Background: an optimization exercise with open tools, aiming at small area, a short achievable clock period and few clock cycles per item. Do not read the settings as production practice.
Only simulation tests tie the RTL to the original design; equivalence was not proved.

File: flow/design.v
module sha384_engine (
    input  wire          clk,
    input  wire          rst,           
    input  wire          msg_valid,
    output wire          msg_ready,
    input  wire          msg_first,     
    input  wire          msg_last,      
    input  wire [1023:0] msg_block,     
    output reg           digest_valid,
    output wire [383:0]  digest         
);
    localparam [63:0] IV0 = 64'hcbbb9d5dc1059ed8, IV1 = 64'h629a292a367cd507,
                      IV2 = 64'h9159015a3070dd17, IV3 = 64'h152fecd8f70e5939,
                      IV4 = 64'h67332667ffc00b31, IV5 = 64'h8eb44a8768581511,
                      IV6 = 64'hdb0c2e0d64f98fa7, IV7 = 64'h47b5481dbefa4fa4;
    localparam [63:0] K0  = 64'h428a2f98d728ae22;
    localparam [63:0] K1  = 64'h7137449123ef65cd;
    function [63:0] rotr(input [63:0] x, input integer n);
        rotr = (x >> n) | (x << (64 - n));
    endfunction
    function [127:0] csa(input [63:0] x, input [63:0] y, input [63:0] z);
        csa = {((x & y) | (z & (x | y))) << 1, x ^ y ^ z};
    endfunction
    function [63:0] bk_add(input [63:0] x, input [63:0] y);
        reg [63:0] gg, pp, p0;
        integer l, i;
        begin
            gg = x & y;
            pp = x ^ y;
            p0 = pp;
            for (l = 0; l < 6; l = l + 1)
                for (i = 0; i < 64; i = i + 1)
                    if (((i + 1) % (1 << (l + 1))) == 0) begin
                        gg[i] = gg[i] | (pp[i] & gg[i - (1 << l)]);
                        pp[i] = pp[i] & pp[i - (1 << l)];
                    end
            for (l = 4; l >= 0; l = l - 1)
                for (i = 0; i < 64; i = i + 1)
                    if (((i + 1) % (1 << (l + 1))) == (1 << l) && i >= (1 << (l + 1))) begin
                        gg[i] = gg[i] | (pp[i] & gg[i - (1 << l)]);
                        pp[i] = pp[i] & pp[i - (1 << l)];
                    end
            bk_add = p0 ^ {gg[62:0], 1'b0};
        end
    endfunction
    reg [63:0]   ra0, ra1, ra2, ra3, re0, re1, re2, re3;
    reg [63:0]   a, b, c, d, e, f, g, h;
    reg [1023:0] w;
    reg [63:0]   p;
    reg [6:0]    t;
    reg [1:0]    ph;                    
    reg          busy;
    reg          first_q;
    reg          last_q;
    reg          r0, r77, r78, r79, run;
    reg          r79h, r79i;
    reg [63:0] kn;
    reg [63:0] kn2;
    always @(*) begin
        case (t)
            7'd0: kn2 = 64'hb5c0fbcfec4d3b2f;
            7'd1: kn2 = 64'he9b5dba58189dbbc;
            7'd2: kn2 = 64'h3956c25bf348b538;
            7'd3: kn2 = 64'h59f111f1b605d019;
            7'd4: kn2 = 64'h923f82a4af194f9b;
            7'd5: kn2 = 64'hab1c5ed5da6d8118;
            7'd6: kn2 = 64'hd807aa98a3030242;
            7'd7: kn2 = 64'h12835b0145706fbe;
            7'd8: kn2 = 64'h243185be4ee4b28c;
            7'd9: kn2 = 64'h550c7dc3d5ffb4e2;
            7'd10: kn2 = 64'h72be5d74f27b896f;
            7'd11: kn2 = 64'h80deb1fe3b1696b1;
            7'd12: kn2 = 64'h9bdc06a725c71235;
            7'd13: kn2 = 64'hc19bf174cf692694;
            7'd14: kn2 = 64'he49b69c19ef14ad2;
            7'd15: kn2 = 64'hefbe4786384f25e3;
            7'd16: kn2 = 64'h0fc19dc68b8cd5b5;
            7'd17: kn2 = 64'h240ca1cc77ac9c65;
            7'd18: kn2 = 64'h2de92c6f592b0275;
            7'd19: kn2 = 64'h4a7484aa6ea6e483;
            7'd20: kn2 = 64'h5cb0a9dcbd41fbd4;
            7'd21: kn2 = 64'h76f988da831153b5;
            7'd22: kn2 = 64'h983e5152ee66dfab;
            7'd23: kn2 = 64'ha831c66d2db43210;
            7'd24: kn2 = 64'hb00327c898fb213f;
            7'd25: kn2 = 64'hbf597fc7beef0ee4;
            7'd26: kn2 = 64'hc6e00bf33da88fc2;
            7'd27: kn2 = 64'hd5a79147930aa725;
            7'd28: kn2 = 64'h06ca6351e003826f;
            7'd29: kn2 = 64'h142929670a0e6e70;
            7'd30: kn2 = 64'h27b70a8546d22ffc;
            7'd31: kn2 = 64'h2e1b21385c26c926;
            7'd32: kn2 = 64'h4d2c6dfc5ac42aed;
            7'd33: kn2 = 64'h53380d139d95b3df;
            7'd34: kn2 = 64'h650a73548baf63de;
            7'd35: kn2 = 64'h766a0abb3c77b2a8;
            7'd36: kn2 = 64'h81c2c92e47edaee6;
            7'd37: kn2 = 64'h92722c851482353b;
            7'd38: kn2 = 64'ha2bfe8a14cf10364;
            7'd39: kn2 = 64'ha81a664bbc423001;
            7'd40: kn2 = 64'hc24b8b70d0f89791;
            7'd41: kn2 = 64'hc76c51a30654be30;
            7'd42: kn2 = 64'hd192e819d6ef5218;
            7'd43: kn2 = 64'hd69906245565a910;
            7'd44: kn2 = 64'hf40e35855771202a;
            7'd45: kn2 = 64'h106aa07032bbd1b8;
            7'd46: kn2 = 64'h19a4c116b8d2d0c8;
            7'd47: kn2 = 64'h1e376c085141ab53;
            7'd48: kn2 = 64'h2748774cdf8eeb99;
            7'd49: kn2 = 64'h34b0bcb5e19b48a8;
            7'd50: kn2 = 64'h391c0cb3c5c95a63;
            7'd51: kn2 = 64'h4ed8aa4ae3418acb;
            7'd52: kn2 = 64'h5b9cca4f7763e373;
            7'd53: kn2 = 64'h682e6ff3d6b2b8a3;
            7'd54: kn2 = 64'h748f82ee5defb2fc;
            7'd55: kn2 = 64'h78a5636f43172f60;
            7'd56: kn2 = 64'h84c87814a1f0ab72;
            7'd57: kn2 = 64'h8cc702081a6439ec;
            7'd58: kn2 = 64'h90befffa23631e28;
            7'd59: kn2 = 64'ha4506cebde82bde9;
            7'd60: kn2 = 64'hbef9a3f7b2c67915;
            7'd61: kn2 = 64'hc67178f2e372532b;
            7'd62: kn2 = 64'hca273eceea26619c;
            7'd63: kn2 = 64'hd186b8c721c0c207;
            7'd64: kn2 = 64'heada7dd6cde0eb1e;
            7'd65: kn2 = 64'hf57d4f7fee6ed178;
            7'd66: kn2 = 64'h06f067aa72176fba;
            7'd67: kn2 = 64'h0a637dc5a2c898a6;
            7'd68: kn2 = 64'h113f9804bef90dae;
            7'd69: kn2 = 64'h1b710b35131c471b;
            7'd70: kn2 = 64'h28db77f523047d84;
            7'd71: kn2 = 64'h32caab7b40c72493;
            7'd72: kn2 = 64'h3c9ebe0a15c9bebc;
            7'd73: kn2 = 64'h431d67c49c100d4c;
            7'd74: kn2 = 64'h4cc5d4becb3e42b6;
            7'd75: kn2 = 64'h597f299cfc657e2a;
            7'd76: kn2 = 64'h5fcb6fab3ad6faec;
            7'd77: kn2 = 64'h6c44198c4a475817;
            7'd78: kn2 = 64'h428a2f98d728ae22;
            7'd79: kn2 = 64'h7137449123ef65cd;
            default: kn2 = K0;
        endcase
    end
    assign msg_ready = (ph == 2'd3) && (!busy || r79);
    wire accept = msg_valid && msg_ready;
    wire fl     = accept && msg_first;  
    assign digest = {ra0, ra3, ra2, ra1, re0, re3};
    wire ivsel = busy && first_q;
    wire [63:0] ffa  = ivsel ? (r77 ? IV3 : (r78 ? IV2 : IV1)) : ra0;
    wire [63:0] ffe  = ivsel ? (r77 ? IV7 : (r78 ? IV6 : IV5)) : re0;
    wire [63:0] adda = bk_add(ffa, busy ? a : 64'd0);    
    wire [63:0] adde = bk_add(ffe, busy ? e : 64'd0);    
    wire [63:0] w0  = w[1023:960];
    wire [63:0] xa  = (w0 & {64{r0}}) | (ra1 & {64{r79h}}) | (IV0 & {64{r79i}});
    wire [63:0] xe  = (w0 & {64{r0}}) | (re1 & {64{r79h}}) | (IV4 & {64{r79i}});
    wire [63:0] s1e  = rotr(e, 14) ^ rotr(e, 18) ^ rotr(e, 41);
    wire [63:0] che  = (e & f) ^ (~e & g);
    wire [63:0] s0a  = rotr(a, 28) ^ rotr(a, 34) ^ rotr(a, 39);
    wire [63:0] maja = (a & b) | (c & (a | b));
    wire [127:0] t1  = csa(p, s1e, che);           
    wire [127:0] ta  = csa(s0a, maja, xa);
    wire [127:0] ua  = csa(t1[63:0], t1[127:64], ta[63:0]);
    wire [127:0] va  = csa(ua[63:0], ua[127:64], ta[127:64]);
    wire [63:0] anew = va[63:0] + va[127:64];
    wire [127:0] ue  = csa(d, xe, t1[63:0]);
    wire [127:0] ve  = csa(ue[63:0], ue[127:64], t1[127:64]);
    wire [63:0] enew = ve[63:0] + ve[127:64];
    wire [63:0] w1   = w[959:896];
    wire [63:0] w9   = w[447:384];
    wire [63:0] w14  = w[127:64];
    wire [63:0] ss0  = rotr(w1, 1) ^ rotr(w1, 8) ^ (w1 >> 7);
    wire [63:0] ss1  = rotr(w14, 19) ^ rotr(w14, 61) ^ (w14 >> 6);
    wire [127:0] sw1 = csa(ss1, w9, ss0);
    wire [127:0] sw2 = csa(sw1[63:0], sw1[127:64], w0);
    wire [63:0] wnew = sw2[63:0] + sw2[127:64];
    wire [127:0] sp  = csa(run ? g : re2, kn, run ? w1 : 64'd0);
    wire [63:0] pnew = bk_add(sp[63:0], sp[127:64]);
    always @(posedge clk) begin
        if (rst) begin
            busy         <= 1'b0;
            digest_valid <= 1'b0;
            t            <= 7'd79;
            ph           <= 2'd3;
            {r0, r77, r78, r79, run} <= 5'b0;
            {r79h, r79i} <= 2'b0;
        end else begin
            ph           <= ph + 2'd1;
            digest_valid <= r79 && last_q;
            if (accept) begin
                busy    <= 1'b1;
                t       <= 7'd0;
                first_q <= msg_first;
                last_q  <= msg_last;
                {r0, r77, r78, r79, run} <= 5'b10001;
                {r79h, r79i} <= 2'b0;
            end else if (r79) begin
                busy    <= 1'b0;
                {r0, r77, r78, r79, run} <= 5'b0;
                {r79h, r79i} <= 2'b0;
            end else if (run) begin
                t   <= t + 7'd1;
                r0  <= 1'b0;
                r77 <= (t == 7'd76);
                r78 <= (t == 7'd77);
                r79 <= (t == 7'd78);
                run <= (t != 7'd78);
                r79h <= (t == 7'd78) && !first_q;
                r79i <= (t == 7'd78) && first_q;
            end
        end
    end
    always @(posedge clk) begin
        if (accept)
            kn <= K1;
        else if (run)
            kn <= kn2;
        else
            kn <= K0;
        if (msg_ready)
            w <= msg_block;
        else
            w <= {w[959:0], wnew};
        a <= (anew & {64{busy && !fl}}) | (ra1 & {64{!busy && !fl}}) | (IV0 & {64{fl}});
        e <= (enew & {64{busy && !fl}}) | (re1 & {64{!busy && !fl}}) | (IV4 & {64{fl}});
        if (fl) begin
            {b, c, d, f, g, h} <= {IV1, IV2, IV3, IV5, IV6, IV7};
            p <= IV7 + K0;
        end else begin
            b <= run ? a : adda;
            c <= run ? b : ra3;
            d <= run ? c : ra2;
            f <= run ? e : adde;
            g <= run ? f : re3;
            h <= run ? g : re2;
            p <= pnew;
        end
        ra0 <= r79 ? anew : ra1;
        ra1 <= ra2;
        ra2 <= ra3;
        ra3 <= (r77 || r78 || r79) ? adda : ra0;
        re0 <= r79 ? enew : re1;
        re1 <= re2;
        re2 <= re3;
        re3 <= (r77 || r78 || r79) ? adde : re0;
    end
endmodule
File: flow/run.sh
#!/bin/bash
# synth_recipe.tcl (not shown) runs the flow's synth.tcl, then flattens the netlist and writes it again
# the make line also repeats each setting of config.mk as NAME=value (left out here)
make -C /OpenROAD-flow-scripts/flow DESIGN_CONFIG=/design/flow/config.mk WORK_HOME=/design/flow/orfs CLKGATE_MAP_FILE= SYNTH_SCRIPT=/design/flow/synth_recipe.tcl finish
File: flow/config.mk
export PLATFORM = sky130hd
export DESIGN_NAME = sha384_engine
export DESIGN_NICKNAME = sha384_engine
export VERILOG_FILES = /design/flow/design.v
export SDC_FILE = /design/flow/constraint.sdc
export NUM_CORES = 4
export LEC_CHECK = 0
export CAP_MARGIN = 20
export CORE_MARGIN = 2
export CORE_UTILIZATION = 40
export PLACE_DENSITY = 0.6
export SLEW_MARGIN = 20
export SYNTH_MEMORY_MAX_BITS = 8192
File: flow/constraint.sdc
create_clock -name core_clock -period 12.0 [get_ports {clk}]
set_input_delay 2.4000 -clock core_clock [delete_from_list [all_inputs] [get_ports {clk}]]
set_output_delay 2.4000 -clock core_clock [all_outputs]
set_load 0.01 [all_outputs]
==> results.cfg, run 1 <==
[synthesis]
synth_top_area_frac = 0.375
yosysWarnings = 1
synth_seq_cells = 2132
synth_area_leader_cell = dfxtp_1
synth.most_common_cell = nand2_1
synthDistinctLibCells = 91
avgSynthCellArea_sq_um = 8.56
ys_seq_area_frac = 0.376
synthFlopType = dfxtp_1
syn_area_sq_um = 114000
async_reset_ff_frac = 0
synthTopCellsByArea = dfxtp_1, nand2_1, fa_1
synth_edf_count = 2
syn-instance-count = 13300
yosys-top-cells-count = nand2_1, dfxtp_1, nor2_1
synth.net_count = 15400

[setup_path]
reg2reg_slack_ps = 4630
reg2reg_to = a[60]
cp_common_cell = xor2_1
required_ps = 12820
worstReg2RegStart = e[19]
critPathKind = register to register
cp_slowest_cell = o41ai_1
startpoint = e[19]
end_kind = register
startpoint_type = register
crit_path_cell_trace = xor2_1 -> xnor2_1 -> fa_1 -> ha_1 -> xor2_1 -> fa_1 -> ha_1 -> o21ai_0 -> nor2_1 -> o31a_1 -> a31o_2 -> a31oi_1 -> o31ai_1 -> a31oi_1 -> o41ai_1 -> a221oi_1 -> xor2_1 -> o31ai_1
max_stage_delay_ps = 1050
crit_path_max_fanout = 6
endpoint = a[60]
crit_arrival_ps = 8200
reg2reg_depth = 18

[placed_design]
dp_slack_ps = 4880
hpwl_mm = 495
place_inst = 17800
dpl_cell_area_sq_um = 131000
numPortBuffers = 1414
place.gp.congestion = 1.09

[sta]
setup_violations = 0
tightest_slew_ps = 1370
fin_ws_ps = 4630
skew_ps = 93.2
finalHoldViolCount = 0
slew_headroom = 0.0782
slew_violations = 0
final.period_utilization = 0.614
fmax_mhz = 136
rsz0062_at_grt = no
hold_ws_ps = 287
fin_tns_setup_ps = 0
period_minus_slack_ps = 7370

[layout]
fin_nets = 16400
syn2layout_area_growth_pct = 22.6
stdcell_count = 18300
drive_gt1_frac = 0.0579
fin_area_sq_um = 139000

[clocking]
hold_buffers = 0
cts_root_buf = clkbuf_16
clock_latency_ps = 960
cts_tree = done
cts_max_level = 4
cts_buffers = 236
cts_setup_buffers = 0
cts_sinks = 2132
path_clk_slew_ps = 60
cts_buffer_depth = 4
cts_resized = 0

[die]
initial_core_util = 0.402
die_h_um = 537
fp.dieW_um = 537
dieArea_sq_um = 288000
coreArea_sq_um = 282000
row_count = 195
ioPinCount = 1415

[detailed_routing]
drtIter0Drc = 12900
antenna_left = 0
wl_per_cell_um = 33.4
viasPerCell = 5.58
vias = 102000
wl_mm = 611
drc = 0
first_pass_iters = 7

[hold_path]
hold_path_class = register to register

[global_routing]
grt_pass1_wl_mm = 811
grt_max_degree = 218
grt_pass1_vias = 96800
grt-ovfl-total = 0
antenna_found_initial = 101
grt_usage = 0.410

[status]
status = complete, no violations

[flow_run]
drv_cap = 0
[registers in the layout (all words and copies together) (netlist names), 2 cells and up]
register and cells:
t 7, ra0 64, e 64, kn 64
p 64, w 1024, f 64, c 64
ra3 64, d 64, ra1 64, re3 64
ph 2, re1 64, re0 64, g 64
re2 64, b 64, ra2 64, a 64
[final cells by class]
cell class	instances	area (sq um)
tap	3743	4680
clock buffer	316	6660
inverter	613	2310
multi-input combinational	9709	65600
clock inverter	120	1410
antenna	55	138
timing repair buffer	1597	15700
fill	27500	143000
sequential	2132	42700
[cells by family after synthesis]
| kind of cell | count (synthesis) | share of synthesized area |
|---|---|---|
| AO/OA/AOI/OAI | 2060 | 0.115 |
| XOR/XNOR | 833 | 0.0642 |
| adder cells (fa/ha/maj) | 1110 | 0.163 |
| buffers and inverters | 1427 | 0.0471 |
| flip-flops | 2132 | 0.376 |
| multiplexers | 547 | 0.0507 |
| AND/OR/NAND/NOR | 5159 | 0.184 |
[critical path: cells and delay by family, from the launching register on]
kind            cells  cell delay, ps
compound gates      9            3560
xor+xnor            4            1100
fa+ha+maj           4            1770
flops               1             630
simple gates        1             190
[stage by stage]
| step | util |
|---|---|
| CTS | 0.493 |
| global route | 0.493 |
| global placement | 0.464 |
| floorplan | - |
| detailed placement | 0.464 |
| finish | 0.493 |
[cells in the final DEF (no fill, tap or decap), types with 28 or more instances in the layout]
master and count:
and2_1 214, maj3_1 36, a31oi_1 61, o21bai_1 62, nand2_1 3681, clkdlybuf4s50_1 1414
dfxtp_1 2118, clkbuf_8 39, a221oi_1 51, o21ai_1 89, o21a_1 45, clkbuf_1 38
o22ai_1 32, clkbuf_16 239, xor2_1 217, diode_2 55, o21ai_0 331, a221o_1 28
nor2_1 789, and3_1 33, a211oi_1 54, a22o_1 36, o211ai_1 47, nor2b_1 40
inv_1 605, fa_1 622, mux2i_1 352, xnor2_1 615, nand2b_1 88, clkinv_2 52
nand4_1 68, a21oi_1 670, mux2_2 191, nand3_1 75, a21o_1 313, nor3_1 86
buf_4 171, ha_1 452, a22oi_1 29
[metal layers]
metal / vias up / track usage / share of wire
met5: - / 0 / 0.00040
li1: 45300 / - / -
met3: 1311 / 0.0991 / 0.10
met4: 38 / 0.308 / 0.090
met2: 5937 / 0.607 / 0.42
met1: 49500 / 0.518 / 0.38
[worst min path at each step]
stage / start / to / slack (ps) / depth (start not counted)
after floorplan: re2[10] / re1[10] / 330 / 0
after global placement: re2[49] / re1[49] / 330 / 0
after detailed placement: re2[21] / re1[21] / 330 / 0
after CTS: re2[28] / re1[28] / 270 / 0
after global routing: re3[40] / re2[40] / 300 / 0
final: re2[28] / re1[28] / 290 / 0
Testbench counts, summed over its fixed seeds: cycles 132,008, blocks 1,650.
==> inputs of run 2 (changes only) <==
--- a/flow/design.v
+++ b/flow/design.v
@@ -42,4 +42,20 @@
                     end
             bk_add = p0 ^ {gg[62:0], 1'b0};
+        end
+    endfunction
+    function [63:0] sk_add(input [63:0] x, input [63:0] y);
+        reg [63:0] gg, pp, p0;
+        integer l, i;
+        begin
+            gg = x & y;
+            pp = x ^ y;
+            p0 = pp;
+            for (l = 0; l < 6; l = l + 1)
+                for (i = 63; i >= 0; i = i - 1)
+                    if ((i >> l) & 1) begin
+                        gg[i] = gg[i] | (pp[i] & gg[((i >> l) << l) - 1]);
+                        pp[i] = pp[i] & pp[((i >> l) << l) - 1];
+                    end
+            sk_add = p0 ^ {gg[62:0], 1'b0};
         end
     endfunction
@@ -162,8 +178,8 @@
     wire [127:0] ua  = csa(t1[63:0], t1[127:64], ta[63:0]);
     wire [127:0] va  = csa(ua[63:0], ua[127:64], ta[127:64]);
-    wire [63:0] anew = va[63:0] + va[127:64];
+    wire [63:0] anew = sk_add(va[63:0], va[127:64]);
     wire [127:0] ue  = csa(d, xe, t1[63:0]);
     wire [127:0] ve  = csa(ue[63:0], ue[127:64], t1[127:64]);
-    wire [63:0] enew = ve[63:0] + ve[127:64];
+    wire [63:0] enew = sk_add(ve[63:0], ve[127:64]);
     wire [63:0] w1   = w[959:896];
     wire [63:0] w9   = w[447:384];
@@ -173,5 +189,5 @@
     wire [127:0] sw1 = csa(ss1, w9, ss0);
     wire [127:0] sw2 = csa(sw1[63:0], sw1[127:64], w0);
-    wire [63:0] wnew = sw2[63:0] + sw2[127:64];
+    wire [63:0] wnew = sk_add(sw2[63:0], sw2[127:64]);
     wire [127:0] sp  = csa(run ? g : re2, kn, run ? w1 : 64'd0);
     wire [63:0] pnew = bk_add(sp[63:0], sp[127:64]);
==> flow/flow/run.sh (new file) <==
#!/bin/bash
# The standard layout (standard synthesis, floorplan, place, CTS, route),
# with ORFS's repair_timing asked to leave 7.5 ns of setup slack at the 12 ns
# clock, so that it sizes and buffers the round's paths for a shorter
# achieved period. The SDC and every other setting are the standard flow's own.
set -euo pipefail
bash standard.sh SETUP_SLACK_MARGIN=7.5 finish > make_finish.log 2>&1
==> flow/standard.sh (new file) <==
#!/bin/bash
# synth_recipe.tcl (not shown) runs the flow's synth.tcl, then flattens the netlist and writes it again
# the make line also repeats each setting of config.mk as NAME=value (left out here)
make -C /OpenROAD-flow-scripts/flow DESIGN_CONFIG=/design/flow/config.mk WORK_HOME=/design/flow/orfs CLKGATE_MAP_FILE= SYNTH_SCRIPT=/design/flow/synth_recipe.tcl "${@:-finish}"
removed: flow/run.sh
==> run 2 against run 1 <==
  * Routed wire length grew 3.8%
  * Clock skew shrank 26 ps
  * Largest cell class unchanged
==> results.cfg, run 2 <==
[die]
fp.dieW_um = 529
die_h_um = 529
row_count = 192
ioPinCount = 1415
initial_core_util = 0.403
dieArea_sq_um = 280000
coreArea_sq_um = 274000

[detailed_routing]
drtIter0Drc = 12000
viasPerCell = 5.55
drc = 0
wl_mm = 635
vias = 101000
first_pass_iters = 6
antenna_left = 0
wl_per_cell_um = 34.9

[sta]
skew_ps = 66.8
fin_tns_setup_ps = 0
finalHoldViolCount = 0
slew_headroom = 0.0926
rsz0062_at_grt = yes
slew_violations = 0
fin_ws_ps = 6380
hold_ws_ps = 291
setup_violations = 0
fmax_mhz = 178
tightest_slew_ps = 1360
period_minus_slack_ps = 5620
final.period_utilization = 0.468

[layout]
syn2layout_area_growth_pct = 35.7
final_common_cell = nand2_1
fin_nets = 16300
largest_reg_flops = 1024
layout_common_cells = nand2_1, dfxtp_1, clkdlybuf4s50_1
regMostFlops = w
stdcell_count = 18200
drive_gt1_frac = 0.173

[synthesis]
ys_seq_area_frac = 0.387
synth_area_leader_cell = dfxtp_1
synthDistinctLibCells = 90
synth.most_common_cell = nand2_1
synthFlopType = dfxtp_1
synth_top_area_frac = 0.386
yosys-top-cells-count = nand2_1, dfxtp_1, nor2_1
async_reset_ff_frac = 0
avgSynthCellArea_sq_um = 8.74
syn_area_sq_um = 110000
synthTopCellsByArea = dfxtp_1, nand2_1, fa_1
synth_seq_cells = 2132
synth.net_count = 14700
yosysWarnings = 1
syn-instance-count = 12600
synth_edf_count = 2

[flow_run]
drv_cap = 0

[setup_path]
max_stage_delay_ps = 560
crit_path_max_fanout = 5
reg2reg_slack_ps = 6380
crit_arrival_ps = 6460
required_ps = 12840
cp.buffers_inverters = 2
crit_path_cell_trace = buf_4 -> xor2_4 -> xnor2_4 -> fa_2 -> fa_1 -> inv_1 -> fa_1 -> ha_1 -> nand4_1 -> nor2_1 -> nand2_1 -> nor3_2 -> nand2_1 -> o31ai_4 -> a31o_4 -> a311oi_4 -> or3_4 -> xnor2_2 -> mux2_2
cp_slowest_cell = fa_2
end_kind = register
startpoint_type = register
critPathKind = register to register
critical_path.top_delay_family = adder cells

[clocking]
cts_buffer_depth = 4
cts_sinks = 2132
path_clk_slew_ps = 60
cts_buffers = 235
cts_tree = done
cts_max_level = 4
clock_latency_ps = 960
cts_root_buf = clkbuf_16

[hold_path]
hold_path_class = register to register

[global_routing]
grt_pass1_vias = 95000
grt_pass1_wl_mm = 832
antenna_found_initial = 121
grt-ovfl-total = 0
grt_max_degree = 177
grt_usage = 0.439

[status]
status = complete, no violations

[placed_design]
dp_slack_ps = 4980
place.gp.congestion = 1.07
place_inst = 17200
numPortBuffers = 1414
hpwl_mm = 491
==> run 2: worst paths after layout <==
check,startpoint,end,depth (start not counted)
min,re2[28],re1[28],0
max reg2reg,e[20],re0[62],19
min reg2reg,re2[28],re1[28],0
max,e[20],re0[62],19
==> run 2: metal layers <==
layer	vias up	track usage	share of wire
met3	1546	0.114	0.10
met4	32	0.354	0.099
met1	49400	0.541	0.38
met2	5907	0.647	0.42
met5	-	0	0.00073
li1	44100	-	-
==> run 2: worst reg2reg max path, cell delays in order (launching register included) <==
cell and delay (ps):
dfxtp_4 380, buf_4 170, xor2_4 170, xnor2_4 390, fa_2 560, fa_1 520, inv_1 50, fa_1 440
ha_1 400, nand4_1 160, nor2_1 130, nand2_1 130, nor3_2 260, nand2_1 130, o31ai_4 340, a31o_4 250
a311oi_4 110, or3_4 460, xnor2_2 170, mux2_2 270
==> run 2: repair_timing <==
| item | 4_1_cts | 5_1_grt |
|---|---|---|
| pin swaps | 329 | 405 |
| setup buffers | 298 | 178 |
| hold buffers | 0 | 0 |
| cloned | 27 | 1 |
| endpoints found under the hold margin | 0 | 0 |
| endpoints found under the setup margin | 893 | 415 |
| gates resized for setup | 1165 | 658 |
==> run 2: area by class of cell <==
type                            count  area [sq um]
Antenna cell                       83           208
Timing Repair Buffer             2105         21500
Tap cell                         3686          4610
Clock inverter                     98          1380
Timing Repair inverter              2          17.5
Fill cell                       25300        124000
Clock buffer                      331          6890
Sequential cell                  2132         43300
Multi-Input combinational cell   9147         69600
Inverter                          605          2300
==> run 2: cell families after synthesis <==
group | synth area share
AO/OA/AOI/OAI | 0.102
XOR/XNOR | 0.0616
adder cells (fa/ha/maj) | 0.168
buffers and inverters | 0.0464
flip-flops | 0.387
multiplexers | 0.0530
AND/OR/NAND/NOR | 0.183
==> run 2: per-stage QoR <==
step                cell area, sq um  utilization
finish                        150000        0.547
global route                  150000        0.546
CTS                           145000        0.529
detailed placement            129000        0.469
global placement              129000        0.469
floorplan                     111000            -
Testbench counts of run 2, summed over its fixed seeds: cycles 132,008, blocks 1,650.
==> inputs of run 3 (changes only) <==
==> flow/flow/run.sh (replaced) <==
#!/bin/bash
# The standard layout (standard synthesis, floorplan, place, CTS, route),
# with ORFS's repair_timing asked to leave 8.5 ns of setup slack at the 12 ns
# clock, so that it sizes and buffers the round's paths for a shorter
# achieved period. The SDC and every other setting are the standard flow's own.
set -euo pipefail
bash standard.sh SETUP_SLACK_MARGIN=8.5 finish > make_finish.log 2>&1
--- a/flow/config.mk
+++ b/flow/config.mk
@@ -8,6 +8,6 @@
 export CAP_MARGIN = 20
 export CORE_MARGIN = 2
-export CORE_UTILIZATION = 40
-export PLACE_DENSITY = 0.6
+export CORE_UTILIZATION = 50
+export PLACE_DENSITY = 0.7
 export SLEW_MARGIN = 20
 export SYNTH_MEMORY_MAX_BITS = 8192
==> run 3 against run 2 <==
  * The flow now stops in global routing
  * Area after synthesis unchanged
  * Synthesized cell count unchanged
==> results.cfg, run 3 <==
[synthesis]
synth_area_leader_cell = dfxtp_1
synth.most_common_cell = nand2_1
yosys-top-cells-count = nand2_1, dfxtp_1, nor2_1
syn-instance-count = 12600
synthTopCellsByArea = dfxtp_1, nand2_1, fa_1
ys_seq_area_frac = 0.387
synth_seq_cells = 2132
synthDistinctLibCells = 90
synth_top_area_frac = 0.386
synth_edf_count = 2
avgSynthCellArea_sq_um = 8.74
yosysWarnings = 1
async_reset_ff_frac = 0
synthFlopType = dfxtp_1
synth.net_count = 14700
syn_area_sq_um = 110000

[die]
fp.dieW_um = 474
die_h_um = 474
ioPinCount = 1415
row_count = 172
initial_core_util = 0.503

[sta]
endpoint_type = sequential cell input
grt-worst-endpoint = a[33]$_DFF_P_/D

[clocking]
cts_buffers = 219
hold_buffers = 0
cts_buffer_depth = 3
cts_max_level = 4
cts_sinks = 2132
cts_root_buf = clkbuf_16

[status]
status = did not finish
stop_stage = global routing
tool.error = [ERROR GRT-0232] Routing congestion too high. Check the congestion heatmap in the GUI.

[placed_design]
hpwl_mm = 481
place_inst = 16300
numPortBuffers = 1414
place.gp.congestion = 1.14
dpl_cell_area_sq_um = 128000

[global_routing]
grt_max_degree = 145
grt_usage = 0.711
grt-ovfl-total = 191
run 3: cell counts after synthesis:
No cell type changed its count.
run 3: routing by layer:
layer	GRT overflow	global-route usage
met1	7	0.726
met2	95	0.897
met3	8	0.517
met4	81	0.678
met5	0	0.319
run 3: worst max-delay path by stage:
stage | to | slack (ps) | depth (start not counted)
3_5_place_dp | p[63] | 5340 | 20
3_3_place_gp | p[63] | 5410 | 20
2_1_floorplan | re0[61] | 6980 | 20
4_1_cts | re0[62] | 6430 | 21
run 3: cells by family after synthesis:
group / share of synthesized area
simple gates: 0.183
fa+ha+maj: 0.168
xor+xnor: 0.0616
mux: 0.0530
compound gates: 0.102
flops: 0.387
buf+inv: 0.0464
run 3: what timing repair did:
| action | CTS |
|---|---|
| pin swaps | 378 |
| cloned | 37 |
| resized for setup | 3834 |
| buffers inserted | 552 |
| setup endpoints to repair | 1927 |
run 3: stage by stage:
step	util	worst slack, ps
CTS	0.671	6430
detailed placement	0.583	5340
floorplan	-	6980
global placement	0.583	5410
==> inputs of run 4 (changes only) <==
==> flow/flow/run.sh (replaced) <==
#!/bin/bash
# The standard layout (standard synthesis, floorplan, place, CTS, route)
# with two changes to how the layout is made:
#  - ORFS's repair_timing is asked to leave 7.5 ns of setup slack at the
#    12 ns clock, so that it sizes and buffers the round's paths for a
#    shorter achieved period;
#  - the port buffers that global placement inserts are buf_1 cells.
# The SDC, the clock period and every other setting are the standard flow's own.
set -euo pipefail
bash standard.sh SETUP_SLACK_MARGIN=7.5 \
    "BUFFER_PORTS_ARGS=-buffer_cell sky130_fd_sc_hd__buf_1" finish > make_finish.log 2>&1
--- a/flow/config.mk
+++ b/flow/config.mk
@@ -8,6 +8,6 @@
 export CAP_MARGIN = 20
 export CORE_MARGIN = 2
-export CORE_UTILIZATION = 50
-export PLACE_DENSITY = 0.7
+export CORE_UTILIZATION = 40
+export PLACE_DENSITY = 0.6
 export SLEW_MARGIN = 20
 export SYNTH_MEMORY_MAX_BITS = 8192
==> run 4 against run 3 <==
  * Now clean on timing, DRC and antenna
  * Synthesized cell count unchanged
  * Area after synthesis unchanged
==> results.cfg, run 4 <==
[synthesis]
synthDistinctLibCells = 90
synthFlopType = dfxtp_1
synth_top_area_frac = 0.386
synth.net_count = 14700
avgSynthCellArea_sq_um = 8.74
synth_edf_count = 2
yosysWarnings = 1
synth_area_leader_cell = dfxtp_1
synthTopCellsByArea = dfxtp_1, nand2_1, fa_1
async_reset_ff_frac = 0
yosys-top-cells-count = nand2_1, dfxtp_1, nor2_1
syn-instance-count = 12600
synth.most_common_cell = nand2_1
ys_seq_area_frac = 0.387
synth_seq_cells = 2132
syn_area_sq_um = 110000

[sta]
skew_ps = 113
tightest_slew_ps = 1220
setup_violations = 0
slew_headroom = 0.182
fin_tns_setup_ps = 0
rsz0062_at_grt = yes
finalHoldViolCount = 0
fmax_mhz = 179
slew_violations = 0
final.period_utilization = 0.466
period_minus_slack_ps = 5590

[setup_path]
reg2reg_slack_ps = 6410
cp.buffers_inverters = 4
reg2reg_to = re0[62]
crit_path_max_fanout = 5
end_kind = register
required_ps = 12840
critPathKind = register to register
crit_arrival_ps = 6440
crit_path_cell_trace = xor2_4 -> xnor2_4 -> fa_2 -> inv_2 -> fa_1 -> inv_1 -> fa_1 -> inv_2 -> ha_4 -> and4_4 -> nand3_4 -> o221a_4 -> o21ai_4 -> a211oi_4 -> buf_12 -> o31ai_4 -> a31o_4 -> a311oi_4 -> or3_4 -> xnor2_2 -> mux2_4
worstReg2RegStart = e[28]
cp_slowest_cell = fa_2
max_stage_delay_ps = 690
critical_path.top_delay_family = adder cells
reg2reg_depth = 21
startpoint_type = register

[detailed_routing]
drc = 0
viasPerCell = 5.57
wl_per_cell_um = 33.8
first_pass_iters = 7
vias = 101000
antenna_left = 0
drtIter0Drc = 12000
wl_mm = 612

[clocking]
path_clk_slew_ps = 70
cts_tree = done
cts_buffer_depth = 4
cts_buffers = 233
hold_buffers = 0
cts_sinks = 2132
cts_root_buf = clkbuf_16
clock_latency_ps = 980
cts_max_level = 4

[layout]
drive_gt1_frac = 0.161
nFillCells = 26100
largest_reg_flops = 1024
final_common_cell = nand2_1
syn2layout_area_growth_pct = 25.9
fin_util = 0.507
fin_nets = 16300
regMostFlops = w
layout_common_cells = nand2_1, dfxtp_1, buf_1

[die]
die_h_um = 529
initial_core_util = 0.403
row_count = 192
dieArea_sq_um = 280000
coreArea_sq_um = 274000
fp.dieW_um = 529
ioPinCount = 1415

[placed_design]
place.gp.congestion = 1.07
numPortBuffers = 1414
hpwl_mm = 472

[global_routing]
grt_pass1_vias = 94500
antenna_found_initial = 126
grt-ovfl-total = 0
grt_max_degree = 151
grt_usage = 0.421
grt_pass1_wl_mm = 802

[hold_path]
hold_depth = 0
hold_path_class = register to register
hp-start = re2[35]
whs_endpoint = re1[35]

[status]
status = complete, no violations

[flow_run]
drv_cap = 0
run 4: per-layer routing:
layer  share of wire  vias up  GRT usage
met5         0.00033        -    0.00658
met2            0.41     6308      0.603
met3            0.12     1589      0.138
li1                -    44000          -
met4            0.10       26      0.357
met1            0.37    49200      0.508
run 4: worst max-delay path by stage:
stage	cells after the start	to	start
global placement	20	f[51]	busy
global route	21	re0[62]	e[28]
detailed placement	20	f[51]	busy
floorplan	20	re0[61]	e[20]
CTS	21	re0[62]	e[28]
finish	21	re0[62]	e[28]
run 4: what timing repair did:
action                     in CTS  in global routing
gates cloned                   23                  3
gates resized for setup      1080                466
buffers inserted              275                146
setup endpoints to repair    1026                431
pin swaps                     338                344
run 4: worst register-to-register path: cells and delay by family, from the launching register on:
kind	cells	cell delay, ps
multiplexers	1	260
flip-flops	1	400
buffers and inverters	4	350
AO/OA/AOI/OAI	6	1210
XOR/XNOR	3	540
adder cells (fa/ha/maj)	4	1980
AND/OR/NAND/NOR	3	740
run 4: stage by stage:
| step | std cells | hold WS, ps | area [sq um] | setup slack, ps |
|---|---|---|---|---|
| after floorplan | 12600 | 327 | 111000 | 6980 |
| after global placement | 17200 | 330 | 120000 | 5230 |
| after detailed placement | 17200 | 335 | 120000 | 5140 |
| after CTS | 17900 | 307 | 135000 | 6520 |
| after global routing | 18100 | 322 | 139000 | 6360 |
| final | 18100 | 307 | 139000 | 6410 |
run 4: area by class of cell:
type / instances / area [sq um] / share of cell area
multi-input combinational: 9145 / 68600 / 0.493
sequential: 2132 / 43200 / 0.311
timing repair buffer: 2049 / 12100 / 0.0873
clock buffer: 311 / 6660 / 0.0479
tap: 3686 / 4610 / 0.0332
inverter: 605 / 2300 / 0.0165
clock inverter: 118 / 1320 / 0.00948
antenna: 86 / 215 / 0.00155
timing repair inverter: 2 / 17.5 / 0.000126
run 4: cells by family (layout without fill, tap and decap cells):
family / after synthesis / after routing / synth area share
muxes: 556 / 556 / 0.0530
DFF: 2132 / 2132 / 0.387
and+or+nand+nor: 4992 / 4993 / 0.183
other: 0 / 86 / 0
AOI/OAI and AO/OA: 1733 / 1733 / 0.102
buffers and inverters: 1363 / 3085 / 0.0464
adders and majority gates: 1086 / 1086 / 0.168
xor gates and xnor gates: 777 / 777 / 0.0616
==> inputs of run 5 (changes only) <==
--- a/flow/config.mk
+++ b/flow/config.mk
@@ -9,4 +9,5 @@
 export CORE_MARGIN = 2
 export CORE_UTILIZATION = 40
+export CTS_BUF_LIST = sky130_fd_sc_hd__clkbuf_8
 export PLACE_DENSITY = 0.6
 export SLEW_MARGIN = 20
==> run 5 against run 4 <==
  * Clock skew rose by 31 ps
  * Sequential cell count unchanged
  * Setup slack got worse by 25 ps
  * Non-clock buffer count is the same
  * Register-to-register slack worse by 20 ps
  * Via count is 0.69% higher
==> results.cfg, run 5 <==
[status]
status = complete, no violations

[sta]
period_minus_slack_ps = 5620
tightest_slew_ps = 1270
fmax_mhz = 178
fin_tns_setup_ps = 0
final.period_utilization = 0.468
hold_ws_ps = 326
skew_ps = 143
finalHoldViolCount = 0
setup_violations = 0
slew_violations = 0
rsz0062_at_grt = yes
slew_headroom = 0.152

[layout]
fin_util = 0.506
fin_area_sq_um = 139000
fin_nets = 16400
syn2layout_area_growth_pct = 25.7
final_common_cell = nand2_1
drive_gt1_frac = 0.169
regMostFlops = w
layout_common_cells = nand2_1, dfxtp_1, buf_1
nFillCells = 26400
largest_reg_flops = 1024

[hold_path]
hold_path_class = register to register
hp-start = w[799]
whs_endpoint = w[863]
hold_depth = 2

[detailed_routing]
vias = 102000
viasPerCell = 5.54
antenna_left = 0
wl_mm = 614
wl_per_cell_um = 33.4
drtIter0Drc = 12800
drc = 0
first_pass_iters = 6

[placed_design]
dpl_cell_area_sq_um = 120000
hpwl_mm = 472
numPortBuffers = 1414
place.gp.congestion = 1.07

[synthesis]
synth_seq_cells = 2132
yosysWarnings = 1
avgSynthCellArea_sq_um = 8.74
synth_top_area_frac = 0.386
synth_area_leader_cell = dfxtp_1
syn_area_sq_um = 110000
syn-instance-count = 12600
yosys-top-cells-count = nand2_1, dfxtp_1, nor2_1
synth.most_common_cell = nand2_1
synthTopCellsByArea = dfxtp_1, nand2_1, fa_1
synth_edf_count = 2
synth.net_count = 14700
ys_seq_area_frac = 0.387
async_reset_ff_frac = 0
synthFlopType = dfxtp_1
synthDistinctLibCells = 90

[global_routing]
busiest_layer = met2
grt_max_degree = 151
grt_pass1_vias = 95500
use_met3 = 0.133
grt_pass1_wl_mm = 803
grt-ovfl-total = 0
met2_usage = 0.599
grt_usage = 0.421
antenna_found_initial = 130
grtUsageMet1 = 0.513

[setup_path]
reg2reg_slack_ps = 6380
crit_path_max_fanout = 6
required_ps = 13000
reg2reg_depth = 19
max_stage_delay_ps = 520
cp_slowest_cell = fa_1
critPathKind = register to register
worstReg2RegStart = e[25]
reg2reg_to = re0[62]
cp_common_cell = fa_1
crit_arrival_ps = 6620
crit_path_cell_trace = xor2_2 -> xnor2_2 -> fa_1 -> inv_2 -> fa_1 -> fa_1 -> ha_1 -> and4_4 -> nand3_4 -> buf_4 -> o21ai_4 -> a211oi_4 -> buf_12 -> o31ai_4 -> a31o_4 -> a311oi_4 -> or3_4 -> xnor2_4 -> mux2_4
startpoint_type = register
end_kind = register

[clocking]
cts_root_buf = clkbuf_8
hold_buffers = 0
cts_tree = done
cts_buffer_depth = 4
cts_sinks = 2132
clock_latency_ps = 1180
cts_max_level = 5
cts_buffers = 371
path_clk_slew_ps = 70

[die]
row_count = 192
ioPinCount = 1415
initial_core_util = 0.403
fp.dieW_um = 529
dieArea_sq_um = 280000
coreArea_sq_um = 274000
die_h_um = 529

[flow_run]
drv_cap = 0
## run 5: cell count changes in the layout (fill, tap and decap cells not counted), moves of 10 or more
cell | before | now
clkbuf_8 | 50 | 462
clkbuf_16 | 238 | 2
inv_1 | 572 | 684
buf_6 | 161 | 189
clkbuf_1 | 27 | 0
clkinv_2 | 56 | 41
buf_4 | 380 | 368
clkinvlp_4 | 19 | 7
buf_12 | 58 | 47
dfxtp_4 | 110 | 100
## run 5: cells by family after synthesis
kind of cell	count (synthesis)	synth area share
AO/OA/AOI/OAI	1733	0.102
XOR/XNOR	777	0.0616
adder cells (fa/ha/maj)	1086	0.168
buffers and inverters	1363	0.0464
flip-flops	2132	0.387
multiplexers	556	0.0530
AND/OR/NAND/NOR	4992	0.183
## run 5: timing repair
| action | in CTS | in global routing |
|---|---|---|
| pin swaps | 319 | 365 |
| setup endpoints to repair | 1034 | 432 |
| gates cloned | 18 | 3 |
| setup buffers | 266 | 161 |
| resized for setup | 1007 | 555 |
## run 5: metrics by stage
stage,instances,setup WS [ps]
after floorplan,12600,6980
after global placement,17200,5230
after detailed placement,17200,5140
after CTS,18100,6520
after global routing,18300,6300
final,18400,6380
## run 5: how the worst max path moves through the flow
stage	start	to	slack (ps)	cells after the start
floorplan	e[20]	re0[61]	6980	20
global placement	busy	f[51]	5230	20
detailed placement	busy	f[51]	5140	20
CTS	e[3]	re0[62]	6520	19
global route	e[4]	re0[61]	6300	18
finish	e[25]	re0[62]	6380	19
## run 5: area by class of cell
| class | instances | area (sq um) | share of cell area |
|---|---|---|---|
| Tap cell | 3686 | 4610 | 0.0332 |
| Clock inverter | 194 | 1420 | 0.0102 |
| Sequential cell | 2132 | 43200 | 0.311 |
| Timing Repair inverter | 3 | 28.8 | 0.000207 |
| Inverter | 605 | 2310 | 0.0167 |
| Multi-Input combinational cell | 9145 | 68600 | 0.494 |
| Antenna cell | 84 | 210 | 0.00152 |
| Timing Repair Buffer | 2049 | 12000 | 0.0867 |
| Clock buffer | 462 | 6360 | 0.0458 |
## run 5: per-layer routing
metal	wire, um	part of all wire
met3	72800	0.12
met5	357	0.00058
met2	252000	0.41
met1	225000	0.37
met4	64100	0.10
## run 5: worst max-delay path, delay by kind of cell, from the launching register on
family	cells	cell delay (ps)
fa+ha+maj	4	1740
compound gates	5	1060
simple gates	3	800
xor+xnor	3	710
buf+inv	3	460
flops	1	410
mux	1	260
==> inputs of run 6 (changes only) <==
--- a/flow/config.mk
+++ b/flow/config.mk
@@ -13,2 +13,3 @@
 export SLEW_MARGIN = 20
 export SYNTH_MEMORY_MAX_BITS = 8192
+export TNS_END_PERCENT = 5
==> run 6 against run 5 <==
  * Still clean on timing, DRC and antenna
  * Clock skew decreased by 68 ps
  * Setup slack improved by 110 ps
  * Synthesized cell count unchanged
  * Critical path depth unchanged
  * Core utilization fell by 1.3 points
  * Final cell count shrank 0.68%
  * Register-to-register slack better by 110 ps
  * Via count shrank 0.65%
  * Critical endpoint unchanged
==> results.cfg, run 6 <==
[hold_path]
hp-start = re2[21]
hold_path_class = register to register

[synthesis]
syn_area_sq_um = 110000
yosysWarnings = 1
synthFlopType = dfxtp_1
synth_top_area_frac = 0.386
synth_area_leader_cell = dfxtp_1
synthDistinctLibCells = 90
syn-instance-count = 12600
synth_edf_count = 2
async_reset_ff_frac = 0
yosys-top-cells-count = nand2_1, dfxtp_1, nor2_1
synth.most_common_cell = nand2_1
avgSynthCellArea_sq_um = 8.74
synthTopCellsByArea = dfxtp_1, nand2_1, fa_1
ys_seq_area_frac = 0.387
synth_seq_cells = 2132
synth.net_count = 14700

[die]
dieArea_sq_um = 280000
coreArea_sq_um = 274000
die_h_um = 529
fp.dieW_um = 529
row_count = 192
initial_core_util = 0.403
ioPinCount = 1415

[placed_design]
dpl_cell_area_sq_um = 120000
numPortBuffers = 1414
hpwl_mm = 487
dp_slack_ps = 5300
place.gp.congestion = 1.08

[sta]
skew_ps = 75.7
final.period_utilization = 0.459
slew_violations = 0
finalHoldViolCount = 0
rsz0062_at_grt = yes
fin_ws_ps = 6490
fin_tns_setup_ps = 0
slew_headroom = 0.152
period_minus_slack_ps = 5510
setup_violations = 0
fmax_mhz = 181
tightest_slew_ps = 1270

[clocking]
clock_latency_ps = 1150
cts_buffer_depth = 4
cts_buffers = 380
path_clk_slew_ps = 60
cts_root_buf = clkbuf_8
cts_sinks = 2132
cts_max_level = 5
cts_tree = done

[global_routing]
grt_pass1_wl_mm = 822
grt_pass1_vias = 95500
antenna_found_initial = 142
grt_usage = 0.432
grt_max_degree = 191
grt-ovfl-total = 0

[layout]
fin_nets = 16300
fin_area_sq_um = 135000
final_common_cell = nand2_1
nFillCells = 26900
layout_common_cells = nand2_1, dfxtp_1, buf_1
drive_gt1_frac = 0.136
syn2layout_area_growth_pct = 22.3
regMostFlops = w
largest_reg_flops = 1024

[detailed_routing]
drtIter0Drc = 11900
drc = 0
viasPerCell = 5.54
vias = 101000
first_pass_iters = 6
wl_mm = 625
wl_per_cell_um = 34.3
antenna_left = 0

[flow_run]
drv_cap = 0

[setup_path]
reg2reg_to = re0[62]
crit_arrival_ps = 6510
startpoint_type = register
startpoint = e[39]
worstReg2RegStart = e[39]
endpoint = re0[62]
crit_path_max_fanout = 6
reg2reg_depth = 19
critPathKind = register to register
end_kind = register
reg2reg_slack_ps = 6490
required_ps = 13000

[status]
status = complete, no violations
==> run 6: cell types whose count changed in the layout (fill, tap and decap cells not counted), moves of 28 or more <==
cell	previous run	this run
xnor2_1	381	438
o21ai_0	268	325
nor2_1	714	744
mux2_4	37	8
xnor2_2	148	91
o21ai_1	70	29
a21oi_1	394	468
buf_6	189	44
xor2_1	161	189
mux2_2	158	187
fa_2	103	40
a21oi_2	92	32
fa_1	553	616
xor2_2	51	19
==> run 6: cells by family (layout without fill, tap and decap cells) <==
group | Yosys count | after routing | share of synthesized area
xor gates and xnor gates | 777 | 777 | 0.0616
buffers and inverters | 1363 | 3191 | 0.0464
adders and majority gates | 1086 | 1086 | 0.168
and+or+nand+nor | 4992 | 4993 | 0.183
DFF | 2132 | 2132 | 0.387
muxes | 556 | 556 | 0.0530
AOI/OAI and AO/OA | 1733 | 1733 | 0.102
other | 0 | 81 | 0
==> run 6: worst max-delay path, stage by stage, from the launching register on <==
cell	delay (ps)
dfxtp_4	410
xor2_1	190
xnor2_1	270
fa_2	550
fa_1	500
fa_1	500
inv_1	50
ha_1	340
and2_1	160
and4_1	270
o21ai_1	130
nor3_2	270
a211oi_4	100
buf_12	170
o31ai_4	270
a31o_4	260
a311oi_4	110
or3_4	430
xnor2_2	160
mux2_2	260
==> run 6: layout make-up <==
| cell class | instances | area (sq um) | share of cell area |
|---|---|---|---|
| Inverter | 605 | 2290 | 0.0169 |
| Timing Repair Buffer | 1893 | 10400 | 0.0770 |
| Tap cell | 3686 | 4610 | 0.0341 |
| Clock inverter | 205 | 1510 | 0.0112 |
| Clock buffer | 488 | 6720 | 0.0497 |
| Multi-Input combinational cell | 9145 | 66200 | 0.490 |
| Antenna cell | 81 | 203 | 0.00150 |
| Sequential cell | 2132 | 43200 | 0.320 |
==> run 6: timing repair <==
item / 4_1_cts / 5_1_grt
cloned: 20 / 2
hold buffers: 0 / 0
endpoints found under the setup margin: 1089 / 610
setup buffers: 165 / 85
pin swaps: 176 / 102
hold endpoints to repair: 0 / 0
gates resized for setup: 669 / 266
==> run 6: worst min path at each step <==
stage | to | slack (ps) | depth (start not counted)
global route | re1[21] | 330 | 0
finish | re1[21] | 320 | 0
CTS | re1[21] | 320 | 0
detailed placement | re1[29] | 330 | 0
global placement | re1[28] | 330 | 0
floorplan | re1[10] | 330 | 0
==> run 6: stage by stage <==
| stage | hold slack [ps] | util | instances |
|---|---|---|---|
| 6_report | 321 | 0.493 | 18200 |
| 5_1_grt | 331 | 0.492 | 18200 |
| 4_1_cts | 318 | 0.485 | 18100 |
| 3_5_place_dp | 333 | 0.436 | 17200 |
| 3_3_place_gp | 332 | 0.436 | 17200 |
| 2_1_floorplan | 327 | - | 12600 |
==> run 6: layer usage <==
metal,share of wire,track usage,routed length (um),up-vias
met5,0.00040,0,250,-
met4,0.10,0.371,64800,40
met3,0.11,0.135,69300,1691
met2,0.41,0.617,257000,6432
met1,0.37,0.526,234000,48900
li1,-,-,-,44000
==> inputs of run 7 (changes only) <==
--- a/flow/config.mk
+++ b/flow/config.mk
@@ -13,3 +13,3 @@
 export SLEW_MARGIN = 20
 export SYNTH_MEMORY_MAX_BITS = 8192
-export TNS_END_PERCENT = 5
+export TNS_END_PERCENT = 1
==> run 7 against run 6 <==
  * Still clean
  * Die area stayed put
  * Fmax is 2.3% lower
  * Area after synthesis stayed put
  * Clock-buffer cell count is 21 lower
  * Synthesized cell count stayed put
  * Final area is 3.4% lower
  * Global-route usage is 2.2 points lower
==> results.cfg, run 7 <==
[status]
status = complete, no violations

[synthesis]
synth_edf_count = 2
syn_area_sq_um = 110000
synth.most_common_cell = nand2_1
syn-instance-count = 12600
ys_seq_area_frac = 0.387
synth_area_leader_cell = dfxtp_1
yosys-top-cells-count = nand2_1, dfxtp_1, nor2_1
synth_seq_cells = 2132
yosysWarnings = 1
synthFlopType = dfxtp_1
synth_top_area_frac = 0.386
avgSynthCellArea_sq_um = 8.74
synth.net_count = 14700
synthDistinctLibCells = 90
synthTopCellsByArea = dfxtp_1, nand2_1, fa_1
async_reset_ff_frac = 0

[sta]
final.period_utilization = 0.470
fin_tns_setup_ps = 0
setup_violations = 0
rsz0062_at_grt = yes
skew_ps = 128
finalHoldViolCount = 0
period_minus_slack_ps = 5640
slew_headroom = 0.175
slew_violations = 0
tightest_slew_ps = 1220
fmax_mhz = 177

[clocking]
cts_root_buf = clkbuf_8
cts_buffers = 370
cts_buffer_depth = 4
clock_latency_ps = 1140
path_clk_slew_ps = 60
hold_buffers = 0
cts_tree = done
cts_max_level = 5
cts_sinks = 2132

[global_routing]
grtUsageMet1 = 0.508
grt-ovfl-total = 0
use_met3 = 0.122
met2_usage = 0.592
antenna_found_initial = 126
grt_max_degree = 200
grt_pass1_vias = 93300
grt_pass1_wl_mm = 785
grt_usage = 0.411
busiest_layer = met2

[layout]
largest_reg_flops = 1024
stdcell_count = 18000
regMostFlops = w
syn2layout_area_growth_pct = 18.1
layout_common_cells = nand2_1, dfxtp_1, buf_1
fin_nets = 16100
final_common_cell = nand2_1
drive_gt1_frac = 0.103

[setup_path]
startpoint_type = register
crit_path_max_fanout = 6
critPathKind = register to register
required_ps = 12960
end_kind = register
crit_arrival_ps = 6600

[placed_design]
numPortBuffers = 1414
place.gp.congestion = 1.10
hpwl_mm = 472
place_inst = 17200

[detailed_routing]
vias = 99300
first_pass_iters = 7
drc = 0
antenna_left = 0
viasPerCell = 5.51
drtIter0Drc = 12700
wl_mm = 593
wl_per_cell_um = 32.9

[die]
ioPinCount = 1415
dieArea_sq_um = 280000
fp.dieW_um = 529
coreArea_sq_um = 274000
die_h_um = 529
initial_core_util = 0.403
row_count = 192

[hold_path]
hold_path_class = register to register

[flow_run]
drv_cap = 0
## run 7: repair_timing
| item | CTS | global route |
|---|---|---|
| setup buffers | 84 | 7 |
| resized for setup | 369 | 87 |
| gates cloned | 6 | 1 |
| setup endpoints to repair | 558 | 471 |
| pin swaps | 65 | 41 |
## run 7: worst paths after layout
| path | start | endpoint | depth (start not counted) | slack [ps] |
|---|---|---|---|---|
| setup / recovery | w[908] | w[27] | 14 | 6360 |
| hold / removal | re2[18] | re1[18] | 0 | 270 |
| setup reg to reg | w[908] | w[27] | 14 | 6360 |
| hold reg to reg | re2[18] | re1[18] | 0 | 270 |
## run 7: cell type report
| type | count | area [sq um] |
|---|---|---|
| Tap cell | 3686 | 4610 |
| Fill cell | 27000 | 144000 |
| Multi-Input combinational cell | 9144 | 64200 |
| Antenna cell | 78 | 195 |
| Inverter | 605 | 2280 |
| Timing Repair Buffer | 1720 | 8340 |
| Clock inverter | 184 | 1370 |
| Clock buffer | 467 | 6430 |
| Sequential cell | 2132 | 43000 |
## run 7: cell families (layout without fill, tap and decap cells)
logic type               Yosys count  count (layout)  share of synthesized area
AO/OA/AOI/OAI                   1733            1733                      0.102
XOR/XNOR                         777             777                     0.0616
adder cells (fa/ha/maj)         1086            1086                      0.168
buffers and inverters           1363            2976                     0.0464
flip-flops                      2132            2132                      0.387
multiplexers                     556             556                     0.0530
other                              0              78                          0
AND/OR/NAND/NOR                 4992            4992                      0.183
## run 7: critical path, cell delays in order (launching register included)
cell and delay [ps]:
dfxtp_1 890, xnor2_1 170, xnor2_1 300, fa_1 490, fa_1 450, ha_1 360, nand4_1 360, a21oi_1 450
o211ai_1 220, a21oi_1 400, o21ai_0 160, a21boi_0 440, o21ai_0 220, and3_1 230, o31ai_2 300
## run 7: stage by stage
step           hold slack, ps   util  cell area [sq um]  setup WS (ps)
2_1_floorplan             327      -             111000           6970
3_3_place_gp              332  0.436             119000           5410
3_5_place_dp              334  0.436             119000           5400
4_1_cts                   304  0.473             130000           6400
5_1_grt                   319  0.475             130000           6280
6_report                  270  0.476             130000           6360
## run 7: per-layer routing
metal / wire length (um) / vias to the layer above
met5: 284 / -
met4: 56500 / 44
met3: 67400 / 1462
met2: 247000 / 6306
met1: 222000 / 47800
li1: - / 43600
==> inputs of run 8 (changes only) <==
--- a/flow/config.mk
+++ b/flow/config.mk
@@ -13,3 +13,3 @@
 export SLEW_MARGIN = 20
 export SYNTH_MEMORY_MAX_BITS = 8192
-export TNS_END_PERCENT = 1
+export TNS_END_PERCENT = 0
==> run 8 against run 7 <==
  * Via count hardly changed
  * Synthesized cell count stayed put
  * Register-to-register slack better by 30 ps
  * Critical path depth is 6 higher
  * Routed wire length is 2.4% higher
  * Critical path type unchanged
  * Highest routed layer unchanged
==> results.cfg, run 8 <==
[clocking]
cts_buffer_depth = 4
hold_buffers = 0
cts_buffers = 378
cts_tree = done
path_clk_slew_ps = 70
cts_max_level = 5
cts_root_buf = clkbuf_8
clock_latency_ps = 1180
cts_sinks = 2132

[sta]
final.period_utilization = 0.467
slew_violations = 0
rsz0062_at_grt = yes
tightest_slew_ps = 1280
slew_headroom = 0.147
period_minus_slack_ps = 5610
finalHoldViolCount = 0
fin_tns_setup_ps = 0
fmax_mhz = 178
setup_violations = 0
skew_ps = 90.6

[global_routing]
grt_usage = 0.420
use_met3 = 0.158
grt_pass1_vias = 93700
grt_pass1_wl_mm = 800
grtUsageMet1 = 0.496
met2_usage = 0.593
busiest_layer = met2
antenna_found_initial = 126
grt-ovfl-total = 0
grt_max_degree = 247

[hold_path]
hold_depth = 0
hold_path_class = register to register
whs_endpoint = re1[18]
hp-start = re2[18]

[layout]
stdcell_count = 18000
fin_nets = 16100
nFillCells = 27200
regMostFlops = w
drive_gt1_frac = 0.105
layout_common_cells = nand2_1, dfxtp_1, buf_1
final_common_cell = nand2_1
largest_reg_flops = 1024
syn2layout_area_growth_pct = 18.6

[synthesis]
synth.most_common_cell = nand2_1
synth_top_family_by_area = simple AND/OR/NAND/NOR gates
synth_area_leader_cell = dfxtp_1
syn_area_sq_um = 110000
synthTopCellsByArea = dfxtp_1, nand2_1, fa_1
synth.net_count = 14700
yosysWarnings = 1
synth_seq_cells = 2132
muxShareOfSynthArea = 0.0530
avgSynthCellArea_sq_um = 8.74
ys_seq_area_frac = 0.387
syn-instance-count = 12600
synth_edf_count = 2
synthDistinctLibCells = 90
synthFlopType = dfxtp_1
yosys-top-cells-count = nand2_1, dfxtp_1, nor2_1
async_reset_ff_frac = 0
synth_top_area_frac = 0.386
synth_xor_area_frac = 0.0616
synth-simple-area-share = 0.183
synthAdderAreaFrac = 0.168
synth_compound_area_frac = 0.102

[placed_design]
place.gp.congestion = 1.08
place_inst = 17200
numPortBuffers = 1414
hpwl_mm = 481

[detailed_routing]
drc = 0
viasPerCell = 5.51
drtIter0Drc = 11700
antenna_left = 0
first_pass_iters = 6
vias = 99300
wl_mm = 607
wl_per_cell_um = 33.6

[setup_path]
crit_arrival_ps = 6620
max_stage_delay_ps = 610
worstReg2RegStart = e[27]
reg2reg_slack_ps = 6390
crit_path_cell_trace = xnor2_1 -> xnor2_2 -> fa_2 -> inv_1 -> fa_1 -> fa_1 -> inv_1 -> ha_1 -> a21oi_4 -> o221a_4 -> o21ai_4 -> a211oi_4 -> buf_12 -> o31ai_4 -> a31o_4 -> buf_4 -> a311oi_4 -> o21bai_1 -> xor2_1 -> mux2_2
cp.buffers_inverters = 4
startpoint_type = register
required_ps = 13010
reg2reg_depth = 20
cp_slowest_cell = fa_2
reg2reg_to = re0[61]
critPathKind = register to register
end_kind = register
crit_path_max_fanout = 6
critical_path.top_delay_family = adder cells

[die]
initial_core_util = 0.403
dieArea_sq_um = 280000
coreArea_sq_um = 274000
die_h_um = 529
row_count = 192
fp.dieW_um = 529
ioPinCount = 1415

[status]
status = complete, no violations

[flow_run]
drv_cap = 0
==> run 8: changes by cell type in the layout (fill, tap and decap cells not counted), moves of 11 or more <==
cell      change
clkbuf_8     +19
diode_2      +15
buf_12       -11
dfxtp_1      -19
clkinv_2     +16
buf_4        -13
==> run 8: area by class of cell <==
class / instances / area, sq um / share of cell area
clock buffers: 486 / 6690 / 0.0511
inverters: 605 / 2290 / 0.0175
flip-flops and latches: 2132 / 43000 / 0.329
multi-input cells: 9146 / 64400 / 0.492
repair buffers: 1700 / 8280 / 0.0633
well taps: 3686 / 4610 / 0.0352
clock inverters: 195 / 1440 / 0.0110
diodes: 93 / 233 / 0.00178
==> run 8: stage by stage <==
stage | area (sq um) | utilization | hold slack, ps | worst slack [ps]
4_1_cts | 130000 | 0.474 | 327 | 6510
2_1_floorplan | 111000 | - | 327 | 6970
5_1_grt | 131000 | 0.477 | 353 | 6340
6_report | 131000 | 0.478 | 302 | 6390
3_5_place_dp | 119000 | 0.435 | 334 | 5020
3_3_place_gp | 119000 | 0.435 | 333 | 5180
==> run 8: worst max path at each step <==
| stage | startpoint | endpoint | slack, ps | cells after the start |
|---|---|---|---|---|
| floorplan | e[20] | re0[61] | 6970 | 20 |
| global placement | first_q | b[54] | 5180 | 20 |
| detailed placement | first_q | b[54] | 5020 | 20 |
| CTS | e[32] | re0[62] | 6510 | 21 |
| global route | e[54] | re0[62] | 6340 | 20 |
| finish | e[27] | re0[61] | 6390 | 20 |
==> run 8: repair_timing <==
item,CTS,global route
cloned,16,0
gates resized for setup,357,121
buffers inserted,52,33
pin swaps,36,48
endpoints found under the setup margin,963,575
==> run 8: cells by family after synthesis <==
kind of cell               Yosys count
AOI/OAI and AO/OA                 1733
DFF                               2132
muxes                              556
buffers and inverters             1363
and+or+nand+nor                   4992
adders and majority gates         1086
xor gates and xnor gates           777
==> run 8: routing by layer <==
layer	up-vias	routed length, um	part of all wire
met5	-	330	0.00054
met4	48	63700	0.10
met3	1595	73600	0.12
met2	6143	248000	0.41
met1	47900	222000	0.37
li1	43700	-	-

what the ideal ports hide:
The flow's constraints put no driver on any port. The routed layouts listed below were extracted and timed again, unchanged, in two steps. Step 1: set_driving_cell puts a clkbuf_16 on clk and a buf_2 on each other input, an assumption about the parent block. Step 2 also shifts input and output timing later by t, the mid clock arrival at the registers, as if the neighbouring blocks saw the same clock. Three values: ideal, step 1, step 2; two values: the first two.
run	shift t [ns]	setup slack, ns	worst setup path at the end	worst data-port slew with drivers (ns)
run 1	1.043	4.626 / 4.626 / 4.626	register to register	0.30
run 2	1.058	6.381 / 6.381 / 6.381	register to register	0.38
run 4	1.039	6.406 / 6.406 / 6.406	register to register	0.35
run 5	1.232	6.382 / 6.382 / 6.382	register to register	0.34
run 6	1.232	6.490 / 6.490 / 6.490	register to register	0.37
run 7	1.199	6.360 / 6.360 / 6.340	input to register	0.38
run 8	1.237	6.390 / 6.390 / 6.390	register to register	0.49
After both steps every run listed still meets setup and hold. The setup slack of run 7, which loses most, moves by 0.000 ns with the drivers and by -0.020 ns with both steps.
